Source: an optimization exercise on an open RTL-to-GDS flow (aim: small area, a short achievable clock period and few clock cycles). Production flows keep margins and buffers that such runs may drop. In this exercise RTL edits were held to simulation tests only and were not proved equivalent to the original. Power figures rest on the tool's default switching activity, not on a simulated workload.

// reel_block_tx
module reel_block_tx (
  input  wire        clk,
  input  wire        rst,
  input  wire [4:0]  blk_init,
  input  wire [7:0]  seq_init,
  input  wire [39:0] in_data,
  input  wire        in_valid,
  output wire        in_ready,
  output reg  [39:0] out_data,
  output reg         out_valid,
  output reg         out_sob,
  input  wire        out_ready
);
make LEC_CHECK=0 CAP_MARGIN=20 CORE_MARGIN=2 CORE_UTILIZATION=45 CTS_CLUSTER_DIAMETER=120 CTS_CLUSTER_SIZE=16 SETUP_SLACK_MARGIN=4.7 SLEW_MARGIN=20 finish   # period 7.5 ns
run.sh (not shown) runs the stock make flow with config.mk's settings and CLKGATE_MAP_FILE= SYNTH_SCRIPT=/design/flow/synth_recipe.tcl, a recipe that flattens the netlist after the stock synthesis.
The starting point ran to the end with no violations.
Testbench counts at the start, summed over its fixed seeds: cycles 21,608.
Next try:
CORE_UTILIZATION = 55   (was 45)
Outcome: The new run passed the timing, DRC and antenna checks; utilization went up by 11 points; fmax shrinks by 0.30%; routed wire length is lower by 2.0%; first-iteration DRC count came out higher by 2.9%; clock skew drops by 33 ps.
Next try:
CAP_MARGIN = 5   (was 20)
CORE_UTILIZATION = 50   (was 55)
SLEW_MARGIN = 5   (was 20)
Outcome: Die area went up by about 10%; final area stays flat; wire length is higher by 0.56%; count of clock-buffer cells in the layout goes down by 6; cell count increases by about 2.4%; total power hardly moves; global-route usage goes down by 3.5 points; clock skew hardly moves; utilization drops by 6.0 points; setup slack is worse by 7.9 ps; area after synthesis does not change.
Next try:
CAP_MARGIN = 20   (was 5)
CORE_UTILIZATION = 55   (was 50)
CTS_CLUSTER_DIAMETER = unset   (was 120)
CTS_CLUSTER_SIZE = unset   (was 16)
SETUP_SLACK_MARGIN = 4.6   (was 4.7)
SLEW_MARGIN = 20   (was 5)
=> Final cell count goes down slightly. Wire length goes down slightly. Maximum frequency goes down by a few percent. Count of clock-buffer cells in the layout goes up by 78. Die area goes down by roughly a tenth. First-iteration DRC count goes up by a little under a tenth. Clock skew goes down by 9.1 ps. Core utilization goes up by 6.3 points. Power goes up by a little under a tenth.

Setup of north:
Starting RTL as in the previous note.
Design reel_block_tx, start of the top module:
module reel_block_tx (
  input  wire        clk,
  input  wire        rst,
  input  wire [4:0]  blk_init,
  input  wire [7:0]  seq_init,
  input  wire [39:0] in_data,
  input  wire        in_valid,
  output wire        in_ready,
  output reg  [39:0] out_data,
  output reg         out_valid,
  output reg         out_sob,
  input  wire        out_ready
);
make LEC_CHECK=0 CAP_MARGIN=5 CORE_MARGIN=2 CORE_UTILIZATION=55 CTS_CLUSTER_DIAMETER=120 CTS_CLUSTER_SIZE=16 SETUP_SLACK_MARGIN=4.7 SLEW_MARGIN=5 finish   # period 7.5 ns
No stage failed in north, and the final checks on the layout all came back clean.
Testbench counts of north, summed over its fixed seeds: cycles 21,608.
Input-level comparison between south and north:
Settings: SLEW_MARGIN: 5 -> 20; CORE_UTILIZATION: 55 -> 50; CAP_MARGIN: 5 -> 20.
--- outcome ---
- south: done, clean on timing, DRC and antenna
- The required time of the critical path of south is higher than that of north.
- [compare] base=north new=south: die span in y went up; count of clock-buffer cells in the layout fell by 6.5%; effective utilization at floorplan now smaller; worst setup slack decreased 26 ps.
- Number of instances on the worst hold path in south vs north: up 1
- Taking north as the reference point, the detailed-route via count of south falls by about 2%.
- Changes observed in south relative to north: total detailed-routing wirelength saw an increase; number of iterations in the first detailed-routing pass now larger; final instance count without filler cells moved up.
The inputs of east differ from those of south as listed below.
Settings: CORE_UTILIZATION changed from 50 to 55; SETUP_SLACK_MARGIN changed from 4.7 to 4.75.
Final cell area: east above south. Cells: east has fewer instances than south. Compared with south, east shows a register-to-register slack that is 40 ps higher.
The inputs of west differ from those of east as listed below.
Settings: CORE_UTILIZATION now 60, was 55; CTS_BUF_LIST now sky130_fd_sc_hd__clkbuf_8, previously not set; CTS_CLUSTER_DIAMETER now 100, was 120; SETUP_SLACK_MARGIN now 4.7, was 4.75; CTS_CLUSTER_SIZE now 12, was 16.
## What came out
Between east and west, the pin count of the biggest net entering global routing is lower for east. From east to west the numbers moved as follows: routing usage on met1 +1.8 points; met3 global-route usage up 2.1 points.

==> port drivers added, routing unchanged <==
In the flow no input, the clock included, has a driving cell. The finished layouts below were timed again as built, in two steps.
Step 1, drivers: a clkbuf_16 drives clk and a buf_2 each remaining input, both assumed.
Step 2 adds t to the input delays and takes it off the output delays; t is the mean of the earliest and latest rising clock arrival at the registers after step 1. Input paths then give back, and output paths get back, about the clock's delay inside the block.
Three values: ideal, step 1, step 2; two values: the first two.
| run | shift t [ns] | setup slack, ns | worst hold slack (ns) | slew at the worst register clock pin (ns) |
|---|---|---|---|---|
| the first run of note 1 | 0.817 | 4.566 / 4.491 / 3.980 | 0.475 / 0.475 / 0.475 | 0.09 / 0.09 |
| the second run of note 1 | 0.809 | 4.557 / 4.531 / 3.926 | 0.476 / 0.476 / 0.476 | 0.09 / 0.09 |
| the third run of note 1 | 0.808 | 4.549 / 4.549 / 3.931 | 0.474 / 0.474 / 0.474 | 0.09 / 0.09 |
| the fourth run of note 1 | 0.854 | 4.468 / 4.468 / 3.737 | 0.468 / 0.468 / 0.468 | 0.07 / 0.07 |
| north | 0.816 | 4.599 / 4.534 / 3.899 | 0.478 / 0.478 / 0.478 | 0.09 / 0.09 |
| south | 0.829 | 4.572 / 4.540 / 3.904 | 0.468 / 0.468 / 0.468 | 0.09 / 0.09 |
| east | 0.799 | 4.590 / 4.510 / 4.016 | 0.477 / 0.477 / 0.477 | 0.09 / 0.09 |
| west | 0.960 | 4.490 / 4.407 / 3.793 | 0.482 / 0.482 / 0.482 | 0.11 / 0.11 |
After both steps every run listed still meets setup and hold. The setup slack of the fourth run of note 1, which loses most, moves by 0.000 ns with the drivers and by -0.731 ns with both steps.
